From an optimization exercise on the open Yosys and OpenROAD flow, aimed at small area; shortcuts taken in it are not production practice. The RTL was checked by simulation tests, not by an equivalence proof against the original design. The flow treats the clock pin as an ideal source, which a real chip does not have. Power is estimated from default activity; no workload was simulated.

// pwm_gen
module pwm_gen (
    input             clk,
    input             rst,
    input             key_load,      
    input             wr,
    input             rd,
    input      [9:0]  addr,
    input      [31:0] wdata,
    output reg [31:0] rdata,         
    input             dbg_halt,
    input      [3:0]  fence,
    input      [3:0]  inline_ok,
    input      [3:0]  g3_clear,
    input      [63:0] isense,        
    input      [63:0] vsense,
    input      [3:0]  swn,
    input      [3:0]  flt_in,
    output     [3:0]  gh,
    output     [3:0]  gl,
    output     [3:0]  fault_req
);
Size in the first run: roughly 240 I/O pins, about 190000 um2 of cells after synthesis.
clock: 30.0 ns
lec_check: 0
abc_area: 1
cap_margin: 40
core_margin: 2
core_utilization: 50
cts_cluster_diameter: 80
cts_cluster_size: 28
slew_margin: 40
standard.sh (not shown) runs the stock make flow with config.mk's settings and CLKGATE_MAP_FILE= SYNTH_SCRIPT=/design/flow/synth_recipe.tcl, a recipe that flattens the netlist after the stock synthesis.
==> flow/flow/run.sh <==
#!/bin/bash
# Layout flow: the standard ORFS flow (standard.sh), with three changes:
#  1. After the standard synthesis (standard.sh, unchanged), the logic between
#     the registers and the full-adder cells is mapped again for area with
#     Yosys/ABC (flow/reopt.ys). Registers, full-adder cells and their
#     names stay exactly as the standard synthesis made them; only the
#     combinational gates around them are re-mapped.
#  2. The clock tree is built without dummy loads (clock_tree_synthesis
#     -dont_use_dummy_load); clustering as in config.mk.
#  3. The port buffers are sky130_fd_sc_hd__buf_2 (every port still gets one).
# Each tool's full output goes to a log file of its own in this folder:
# synth_flow.log, reopt.log, layout_flow.log (and ORFS's per-step logs).
set -euo pipefail
WORK="$PWD"
R="$WORK/orfs/results/sky130hd/pwm_gen/base"
export CTS_ARGS="-sink_clustering_enable -repair_clock_nets -dont_use_dummy_load -sink_clustering_size 28 -sink_clustering_max_diameter 80"
export BUFFER_PORTS_ARGS="-inputs -outputs -buffer_cell sky130_fd_sc_hd__buf_2"

# 1. standard synthesis
bash standard.sh "$R/1_2_yosys.v" > synth_flow.log 2>&1
cp "$R/1_2_yosys.v" "$WORK/standard_synth.v"

# 2. area re-mapping of the logic between registers and adder cells
YOSYS=yosys
if [[ -x "$FLOW_HOME/../tools/install/yosys/bin/yosys" ]]; then
  YOSYS="$FLOW_HOME/../tools/install/yosys/bin/yosys"
fi
LIB="$FLOW_HOME/platforms/sky130hd/lib/sky130_fd_sc_hd__tt_025C_1v80.lib"
sed -e "s#@LIB@#$LIB#g" -e "s#@IN@#$WORK/standard_synth.v#g" \
    -e "s#@OUT@#$WORK/reopt.v#g" flow/reopt.ys > reopt_run.ys
"$YOSYS" -s reopt_run.ys > reopt.log 2>&1
cp "$WORK/reopt.v" "$R/1_2_yosys.v"
touch "$R/1_2_yosys.v" "$R/1_2_yosys.sdc"

# 3. the rest of the standard flow, from the re-mapped netlist
bash standard.sh finish > layout_flow.log 2>&1
Other scripts of this flow, unchanged in this note and not shown: flow/flow/reopt.ys
Edit:
--- a/flow/flow/run.sh
+++ b/flow/flow/run.sh
@@ -14,5 +14,5 @@
 WORK="$PWD"
 R="$WORK/orfs/results/sky130hd/pwm_gen/base"
-export CTS_ARGS="-sink_clustering_enable -repair_clock_nets -dont_use_dummy_load -sink_clustering_size 28 -sink_clustering_max_diameter 80"
+export CTS_ARGS="-sink_clustering_enable -repair_clock_nets -dont_use_dummy_load -sink_clustering_size 24 -sink_clustering_max_diameter 80"
 export BUFFER_PORTS_ARGS="-inputs -outputs -buffer_cell sky130_fd_sc_hd__buf_2"
 
CORE_UTILIZATION = 55   (was 50)
CTS_CLUSTER_SIZE = 24   (was 28)
Synthesized cell count does not change.
Sequential share of layout area is about the same.
Clock power stays flat.
Flip-flop and latch count stays the same.
Combinational power went down by about 2%.
Utilization rises by 5.3 points.

========
pwm_gen, a different RTL version from the one above (not shown whole).
Size in the first run: about 3200 flip-flops.
Settings: LEC_CHECK=0, ABC_AREA=1, CAP_MARGIN=20, CORE_MARGIN=2, CORE_UTILIZATION=60, CTS_CLUSTER_DIAMETER=80, CTS_CLUSTER_SIZE=24, SLEW_MARGIN=20; clock period 30.0 ns.
run.sh (not shown) runs the stock make flow with config.mk's settings and CLKGATE_MAP_FILE= SYNTH_SCRIPT=/design/flow/synth_recipe.tcl, a recipe that flattens the netlist after the stock synthesis.
Stock flow here: none of the scripts above is used.
The first run finished but fails on capacitance limit, slew limit.
==> next run, changes <==
CORE_UTILIZATION = 40   (was 60)
Result: The new run finished with capacitance limit, slew limit left. Critical path depth increases by 5. Total power barely changes. Setup slack improved by 1.3 ns. Global-route usage decreases by 19 points. Via count decreases by 3.8%. Routed wire length decreases by 0.65%. Cell area increases by 1.3%.

========
Setup of run 1:
Another version of the RTL of pwm_gen (not shown whole).
Size in the first run: roughly 23000 cells after synthesis, about 240 I/O pins.
## pwm_gen
module pwm_gen (
    input             clk,
    input             rst,
    input             key_load,      
    input             wr,
    input             rd,
    input      [9:0]  addr,
    input      [31:0] wdata,
    output reg [31:0] rdata,         
    input             dbg_halt,
    input      [3:0]  fence,
    input      [3:0]  inline_ok,
    input      [3:0]  g3_clear,
    input      [63:0] isense,        
    input      [63:0] vsense,
    input      [3:0]  swn,
    input      [3:0]  flt_in,
    output     [3:0]  gh,
    output     [3:0]  gl,
    output     [3:0]  fault_req
);
    function automatic [32:0] radd(input [31:0] a, input [31:0] b, input ci);
        integer i;
        reg c;
        reg [32:0] r;
        begin
            c = ci;
            for (i = 0; i < 32; i = i + 1) begin
                r[i] = a[i] ^ b[i] ^ c;
                c    = (a[i] & b[i]) | (a[i] & c) | (b[i] & c);
            end
            r[32] = c;
            radd  = r;
        end
    endfunction
    function automatic rge(input [31:0] a, input [31:0] b);
        integer i;
        reg c;
        begin
            c = 1'b1;
            for (i = 0; i < 32; i = i + 1)
                c = (a[i] & ~b[i]) | (a[i] & c) | (~b[i] & c);
            rge = c;
        end
    endfunction
    function automatic [47:0] mulcs(input [15:0] x, input [23:0] y);
        integer i, j;
        reg [40:0] sv, cv, nsv, ncv;
        reg pp, a, b;
        begin
            sv = {17'd0, y & {24{x[0]}}};
            cv = 41'd0;
            for (i = 1; i < 16; i = i + 1) begin
                nsv = sv;
                ncv = 41'd0;
                for (j = i; j < i + 24; j = j + 1) begin
                    pp = y[j-i] & x[i];
  ...
==> flow/config.mk <==
export PLATFORM = sky130hd
export DESIGN_NAME = pwm_gen
export DESIGN_NICKNAME = pwm_gen
export VERILOG_FILES = /design/flow/design.v
export SDC_FILE = /design/flow/constraint.sdc
export NUM_CORES = 8
export LEC_CHECK = 0
export ABC_AREA = 1
export CAP_MARGIN = 40
export CORE_MARGIN = 2
export CORE_UTILIZATION = 50
export CTS_CLUSTER_DIAMETER = 80
export CTS_CLUSTER_SIZE = 24
export SLEW_MARGIN = 40
==> flow/constraint.sdc <==
create_clock -name core_clock -period 30.0 [get_ports {clk}]
set_input_delay 6.0000 -clock core_clock [delete_from_list [all_inputs] [get_ports {clk}]]
set_output_delay 6.0000 -clock core_clock [all_outputs]
set_load 0.01 [all_outputs]
standard.sh (not shown) runs the stock make flow with config.mk's settings and CLKGATE_MAP_FILE= SYNTH_SCRIPT=/design/flow/synth_recipe.tcl, a recipe that flattens the netlist after the stock synthesis.
==> flow/flow/run.sh <==
#!/bin/bash
# Layout flow: the standard ORFS flow (standard.sh), with two changes made
# through ORFS's own variables:
#  - the clock tree is built without dummy loads (clock_tree_synthesis
#    -dont_use_dummy_load), clustering as in config.mk;
#  - the port buffers are sky130_fd_sc_hd__buf_2 instead of the delay cell
#    buffer_ports picks by itself (every port still gets its buffer).
# The full output of the flow goes to standard_flow.log; ORFS keeps each
# step's log under orfs/logs.
set -euo pipefail
export CTS_ARGS="-sink_clustering_enable -repair_clock_nets -dont_use_dummy_load -sink_clustering_size 24 -sink_clustering_max_diameter 80"
export BUFFER_PORTS_ARGS="-inputs -outputs -buffer_cell sky130_fd_sc_hd__buf_2"
bash standard.sh finish > standard_flow.log 2>&1
Setup changes, run 1 to run 2
-- flow/config.mk --
<<< run 1, line 10
export CORE_MARGIN = 2
export CORE_UTILIZATION = 50
export CTS_CLUSTER_DIAMETER = 80
>>> run 2, line 10
export CORE_MARGIN = 2
export CORE_UTILIZATION = 60
export CTS_CLUSTER_DIAMETER = 80
--- outcome ---
- Run 2 against run 1: delay of the slowest cell on the worst path went down, final area decreased by 0.0017 sq mm relative to the old numbers, number of max-cap violations was more or less identical, combinational share of power +0.4 points.
- Delta (run 2 minus run 1): wire length fell by 5.3%, post-route clock period utilization rose by 0.35 points.
- In the reports for run 1 and run 2, the smaller vertical die dimension belongs to run 2.
Modified inputs, run 3 compared to run 2
==> flow/run.sh (new file) <==
#!/bin/bash
# synth_recipe.tcl (not shown) runs the flow's synth.tcl, then flattens the netlist and writes it again
# the make line also repeats each setting of config.mk as NAME=value (left out here)
make -C /OpenROAD-flow-scripts/flow DESIGN_CONFIG=/design/flow/config.mk WORK_HOME=/design/flow/orfs CLKGATE_MAP_FILE= SYNTH_SCRIPT=/design/flow/synth_recipe.tcl finish
-- flow/config.mk --
<<< run 2, line 10
export CORE_MARGIN = 2
export CORE_UTILIZATION = 60
export CTS_CLUSTER_DIAMETER = 80
>>> run 3, line 10
export CORE_MARGIN = 2
export CORE_UTILIZATION = 50
export CTS_CLUSTER_DIAMETER = 80
removed: flow/flow/run.sh
removed: flow/standard.sh
### Flow results
Run 3 finished every step from synthesis to the final layout, and the layout passed the timing, design-rule and antenna checks. On sequential cell area fraction in the yosys report, run 2 and run 3 are neck and neck. Status: clock input transition at the sequential cells of the worst setup and hold paths parity (run 3, run 2). Post-route total power of run 3 exceeds that of run 2 by a few percent. Looking at run 2 and run 3, the number of nets in the layout is a wash. Higher via count of the first global-routing pass was reported by run 2, not run 3. Summary — worst stage delay on the critical path, run 3 relative to run 2: higher, by 0.16 ns. Fmax: run 3 lower than run 2. In run 3 the sequential portion of the cell area turned out 0.82 points lower than in run 2. Cmp run 2 and run 3 / post-detailed-routing wire length / lower: run 2. Run 3 against run 2: initial core utilization saw a decrease, global-route met2 utilization lost 6.4 points.

========
== v5 ==
Starting RTL as in the previous note.
clock: 30.0 ns
lec_check: 0
abc_area: 1
cap_margin: 40
core_margin: 2
core_utilization: 50
cts_cluster_diameter: 80
cts_cluster_size: 24
slew_margin: 40
==> flow/flow/run.sh <==
#!/bin/bash
# Layout flow: the standard ORFS flow (standard.sh), with three changes:
#  1. After the standard synthesis (standard.sh, unchanged), the logic between
#     the registers and the adder cells is mapped again for area with
#     Yosys/ABC (flow/reopt.ys). Registers, full/half-adder cells and their
#     names stay exactly as the standard synthesis made them; only the
#     combinational gates around them are re-mapped.
#  2. The clock tree is built without dummy loads (clock_tree_synthesis
#     -dont_use_dummy_load); clustering as in config.mk.
#  3. The port buffers are sky130_fd_sc_hd__buf_2 (every port still gets one).
# Each tool's full output goes to a log file of its own in this folder:
# synth_flow.log, reopt.log, layout_flow.log (and ORFS's per-step logs).
set -euo pipefail
WORK="$PWD"
R="$WORK/orfs/results/sky130hd/pwm_gen/base"
export CTS_ARGS="-sink_clustering_enable -repair_clock_nets -dont_use_dummy_load -sink_clustering_size 24 -sink_clustering_max_diameter 80"
export BUFFER_PORTS_ARGS="-inputs -outputs -buffer_cell sky130_fd_sc_hd__buf_2"

# 1. standard synthesis
bash standard.sh "$R/1_2_yosys.v" > synth_flow.log 2>&1
cp "$R/1_2_yosys.v" "$WORK/standard_synth.v"

# 2. area re-mapping of the logic between registers and adder cells
YOSYS=yosys
if [[ -x "$FLOW_HOME/../tools/install/yosys/bin/yosys" ]]; then
  YOSYS="$FLOW_HOME/../tools/install/yosys/bin/yosys"
fi
LIB="$FLOW_HOME/platforms/sky130hd/lib/sky130_fd_sc_hd__tt_025C_1v80.lib"
sed -e "s#@LIB@#$LIB#g" -e "s#@IN@#$WORK/standard_synth.v#g" \
    -e "s#@OUT@#$WORK/reopt.v#g" flow/reopt.ys > reopt_run.ys
"$YOSYS" -s reopt_run.ys > reopt.log 2>&1
cp "$WORK/reopt.v" "$R/1_2_yosys.v"
touch "$R/1_2_yosys.v" "$R/1_2_yosys.sdc"

# 3. the rest of the standard flow, from the re-mapped netlist
bash standard.sh finish > layout_flow.log 2>&1
==> flow/flow/reopt.ys <==
# Area re-mapping of the standard synthesis netlist. Registers, adder cells
# and tie cells are kept as black boxes; everything else is mapped again.
read_liberty -ignore_miss_func @LIB@
read_verilog @IN@
hierarchy -top pwm_gen
setattr -mod -set keep_hierarchy 1 sky130_fd_sc_hd__dfxtp_1 sky130_fd_sc_hd__edfxtp_1 sky130_fd_sc_hd__fa_1 sky130_fd_sc_hd__ha_1 sky130_fd_sc_hd__conb_1 sky130_fd_sc_hd__maj3_1
flatten
blackbox sky130_fd_sc_hd__dfxtp_1 sky130_fd_sc_hd__edfxtp_1 sky130_fd_sc_hd__fa_1 sky130_fd_sc_hd__ha_1 sky130_fd_sc_hd__conb_1 sky130_fd_sc_hd__maj3_1
opt_clean
abc -liberty @LIB@ -dont_use sky130_fd_sc_hd__lpflow_bleeder_1 -dont_use sky130_fd_sc_hd__lpflow_clkbufkapwr_1 -dont_use sky130_fd_sc_hd__lpflow_clkbufkapwr_16 -dont_use sky130_fd_sc_hd__lpflow_clkbufkapwr_2 -dont_use sky130_fd_sc_hd__lpflow_clkbufkapwr_4 -dont_use sky130_fd_sc_hd__lpflow_clkbufkapwr_8 -dont_use sky130_fd_sc_hd__lpflow_clkinvkapwr_1 -dont_use sky130_fd_sc_hd__lpflow_clkinvkapwr_16 -dont_use sky130_fd_sc_hd__lpflow_clkinvkapwr_2 -dont_use sky130_fd_sc_hd__lpflow_clkinvkapwr_4 -dont_use sky130_fd_sc_hd__lpflow_clkinvkapwr_8 -dont_use sky130_fd_sc_hd__lpflow_decapkapwr_12 -dont_use sky130_fd_sc_hd__lpflow_decapkapwr_3 -dont_use sky130_fd_sc_hd__lpflow_decapkapwr_4 -dont_use sky130_fd_sc_hd__lpflow_decapkapwr_6 -dont_use sky130_fd_sc_hd__lpflow_decapkapwr_8 -dont_use sky130_fd_sc_hd__lpflow_inputiso0n_1 -dont_use sky130_fd_sc_hd__lpflow_inputiso0p_1 -dont_use sky130_fd_sc_hd__lpflow_inputiso1n_1 -dont_use sky130_fd_sc_hd__lpflow_inputiso1p_1 -dont_use sky130_fd_sc_hd__lpflow_inputisolatch_1 -dont_use sky130_fd_sc_hd__lpflow_isobufsrc_1 -dont_use sky130_fd_sc_hd__lpflow_isobufsrc_16 -dont_use sky130_fd_sc_hd__lpflow_isobufsrc_2 -dont_use sky130_fd_sc_hd__lpflow_isobufsrc_4 -dont_use sky130_fd_sc_hd__lpflow_isobufsrc_8 -dont_use sky130_fd_sc_hd__lpflow_isobufsrckapwr_16 -dont_use sky130_fd_sc_hd__lpflow_lsbuf_lh_hl_isowell_tap_1 -dont_use sky130_fd_sc_hd__lpflow_lsbuf_lh_hl_isowell_tap_2 -dont_use sky130_fd_sc_hd__lpflow_lsbuf_lh_hl_isowell_tap_4 -dont_use sky130_fd_sc_hd__lpflow_lsbuf_lh_isowell_4 -dont_use sky130_fd_sc_hd__lpflow_lsbuf_lh_isowell_tap_1 -dont_use sky130_fd_sc_hd__lpflow_lsbuf_lh_isowell_tap_2 -dont_use sky130_fd_sc_hd__lpflow_lsbuf_lh_isowell_tap_4 -dont_use sky130_fd_sc_hd__probe_p_8 -dont_use sky130_fd_sc_hd__probec_p_8  -script +strash;dch,-f;map,-a;mfs2;strash;dch,-f;map,-a;topo;dnsize
opt_clean
splitnets
opt_clean -purge
hilomap -singleton -hicell sky130_fd_sc_hd__conb_1 HI -locell sky130_fd_sc_hd__conb_1 LO
insbuf -buf sky130_fd_sc_hd__buf_4 A X
write_verilog -noattr -nohex -nodec @OUT@
stat -liberty @LIB@
Modified inputs, v15 compared to v5
-- flow/flow/run.sh --
<<< v5, line 2
# Layout flow: the standard ORFS flow (standard.sh), with three changes:
#  1. After the standard synthesis (standard.sh, unchanged), the logic between
#     the registers and the adder cells is mapped again for area with
#     Yosys/ABC (flow/reopt.ys). Registers, full/half-adder cells and their
#     names stay exactly as the standard synthesis made them; only the
#     combinational gates around them are re-mapped.
>>> v15, line 2
# Layout flow: the standard ORFS flow (standard.sh), with three changes:
#  1. After the standard synthesis (standard.sh, unchanged), the logic between
#     the registers and the full-adder cells is mapped again for area with
#     Yosys/ABC (flow/reopt.ys). Registers, full-adder cells and their
#     names stay exactly as the standard synthesis made them; only the
#     combinational gates around them are re-mapped.
==> flow/flow/reopt.ys <==
# Area re-mapping of the standard synthesis netlist. Registers, full-adder cells
# and tie cells are kept as black boxes; everything else is mapped again.
read_liberty -ignore_miss_func @LIB@
read_verilog @IN@
hierarchy -top pwm_gen
setattr -mod -set keep_hierarchy 1 sky130_fd_sc_hd__dfxtp_1 sky130_fd_sc_hd__edfxtp_1 sky130_fd_sc_hd__fa_1 sky130_fd_sc_hd__conb_1 sky130_fd_sc_hd__maj3_1
flatten
blackbox sky130_fd_sc_hd__dfxtp_1 sky130_fd_sc_hd__edfxtp_1 sky130_fd_sc_hd__fa_1 sky130_fd_sc_hd__conb_1 sky130_fd_sc_hd__maj3_1
opt_clean
abc -liberty @LIB@ -dont_use sky130_fd_sc_hd__lpflow_bleeder_1 -dont_use sky130_fd_sc_hd__lpflow_clkbufkapwr_1 -dont_use sky130_fd_sc_hd__lpflow_clkbufkapwr_16 -dont_use sky130_fd_sc_hd__lpflow_clkbufkapwr_2 -dont_use sky130_fd_sc_hd__lpflow_clkbufkapwr_4 -dont_use sky130_fd_sc_hd__lpflow_clkbufkapwr_8 -dont_use sky130_fd_sc_hd__lpflow_clkinvkapwr_1 -dont_use sky130_fd_sc_hd__lpflow_clkinvkapwr_16 -dont_use sky130_fd_sc_hd__lpflow_clkinvkapwr_2 -dont_use sky130_fd_sc_hd__lpflow_clkinvkapwr_4 -dont_use sky130_fd_sc_hd__lpflow_clkinvkapwr_8 -dont_use sky130_fd_sc_hd__lpflow_decapkapwr_12 -dont_use sky130_fd_sc_hd__lpflow_decapkapwr_3 -dont_use sky130_fd_sc_hd__lpflow_decapkapwr_4 -dont_use sky130_fd_sc_hd__lpflow_decapkapwr_6 -dont_use sky130_fd_sc_hd__lpflow_decapkapwr_8 -dont_use sky130_fd_sc_hd__lpflow_inputiso0n_1 -dont_use sky130_fd_sc_hd__lpflow_inputiso0p_1 -dont_use sky130_fd_sc_hd__lpflow_inputiso1n_1 -dont_use sky130_fd_sc_hd__lpflow_inputiso1p_1 -dont_use sky130_fd_sc_hd__lpflow_inputisolatch_1 -dont_use sky130_fd_sc_hd__lpflow_isobufsrc_1 -dont_use sky130_fd_sc_hd__lpflow_isobufsrc_16 -dont_use sky130_fd_sc_hd__lpflow_isobufsrc_2 -dont_use sky130_fd_sc_hd__lpflow_isobufsrc_4 -dont_use sky130_fd_sc_hd__lpflow_isobufsrc_8 -dont_use sky130_fd_sc_hd__lpflow_isobufsrckapwr_16 -dont_use sky130_fd_sc_hd__lpflow_lsbuf_lh_hl_isowell_tap_1 -dont_use sky130_fd_sc_hd__lpflow_lsbuf_lh_hl_isowell_tap_2 -dont_use sky130_fd_sc_hd__lpflow_lsbuf_lh_hl_isowell_tap_4 -dont_use sky130_fd_sc_hd__lpflow_lsbuf_lh_isowell_4 -dont_use sky130_fd_sc_hd__lpflow_lsbuf_lh_isowell_tap_1 -dont_use sky130_fd_sc_hd__lpflow_lsbuf_lh_isowell_tap_2 -dont_use sky130_fd_sc_hd__lpflow_lsbuf_lh_isowell_tap_4 -dont_use sky130_fd_sc_hd__probe_p_8 -dont_use sky130_fd_sc_hd__probec_p_8  -script +strash;dch,-f;map,-a;mfs2;strash;dch,-f;map,-a;topo;dnsize
opt_clean
splitnets
opt_clean -purge
hilomap -singleton -hicell sky130_fd_sc_hd__conb_1 HI -locell sky130_fd_sc_hd__conb_1 LO
insbuf -buf sky130_fd_sc_hd__buf_4 A X
write_verilog -noattr -nohex -nodec @OUT@
stat -liberty @LIB@
Findings:
- v15 went all the way through synthesis, placement and routing and the layout is clean on timing, DRC and antenna.
- Summary: maximum frequency, v15 worse than v5
- Run comparison: v5 critical path launch point addr[5]; v15 critical path launch point addr[3]
- v5 -> v15: flip-flop and latch area flat
- Taking v15 over v5, the weighted congestion at the end of routability-driven global placement ratio works out to 1.06.
- Number of cells on the worst reg-to-reg path down about 3.8% in v15 wrt v5
- Between v15 and v5, the met1 routed wirelength after detailed routing figures differ only marginally.
- Total power consumption of the routed design: v15 vs v5 down about 8%
- Diff v15 and v5: number of global-route vias before repair lower in v5
- In the metrics for v15 and v5, the one carrying the lower proportion of power drawn by the clock network is v5.
- Diff v15 and v5: final standard cell area without fillers lower in v15
- Changes observed in v15 relative to v5: standard cell core area went down 3900 um^2, register-to-register slack went down 0.45 ns.

[what the ideal ports hide]
The results above use ideal ports. As a check the final layouts listed here were re-extracted and re-timed, cells and wires unchanged. Step 1 assumes that a clkbuf_16 drives the clock port and a buf_2 every other input. Step 2, shift: input delay + t, output delay - t, t = (earliest + latest rising clock arrival at the registers) / 2. This alone moves slack from input paths to output paths. Slacks: no drivers / after step 1 / after step 2; pairs: no drivers / after step 1.
| run | shift t [ns] | slack for setup (ns) | worst data-port slew with drivers (ns) |
|---|---|---|---|
| the first run of note 1 | 1.101 | 3.353 / 3.395 / 2.294 | 0.17 |
| the second run of note 1 | 1.136 | 2.982 / 2.928 / 1.792 | 0.17 |
| the first run of note 2 | 1.166 | 1.685 / 1.794 / 0.628 | 0.16 |
| the second run of note 2 | 1.123 | 2.948 / 3.067 / 1.944 | 0.38 |
| run 1 | 1.099 | 4.208 / 4.296 / 3.197 | 0.35 |
| run 2 | 1.086 | 4.104 / 4.200 / 3.114 | 0.35 |
| run 3 | 1.105 | 3.803 / 3.910 / 2.806 | 0.19 |
| v5 | 1.086 | 2.800 / 2.902 / 1.816 | 0.31 |
| v15 | 1.141 | 2.202 / 2.126 / 0.984 | 0.36 |
The setup slack of v15, which loses most, moves by -0.076 ns with the drivers and by -1.218 ns with both steps.
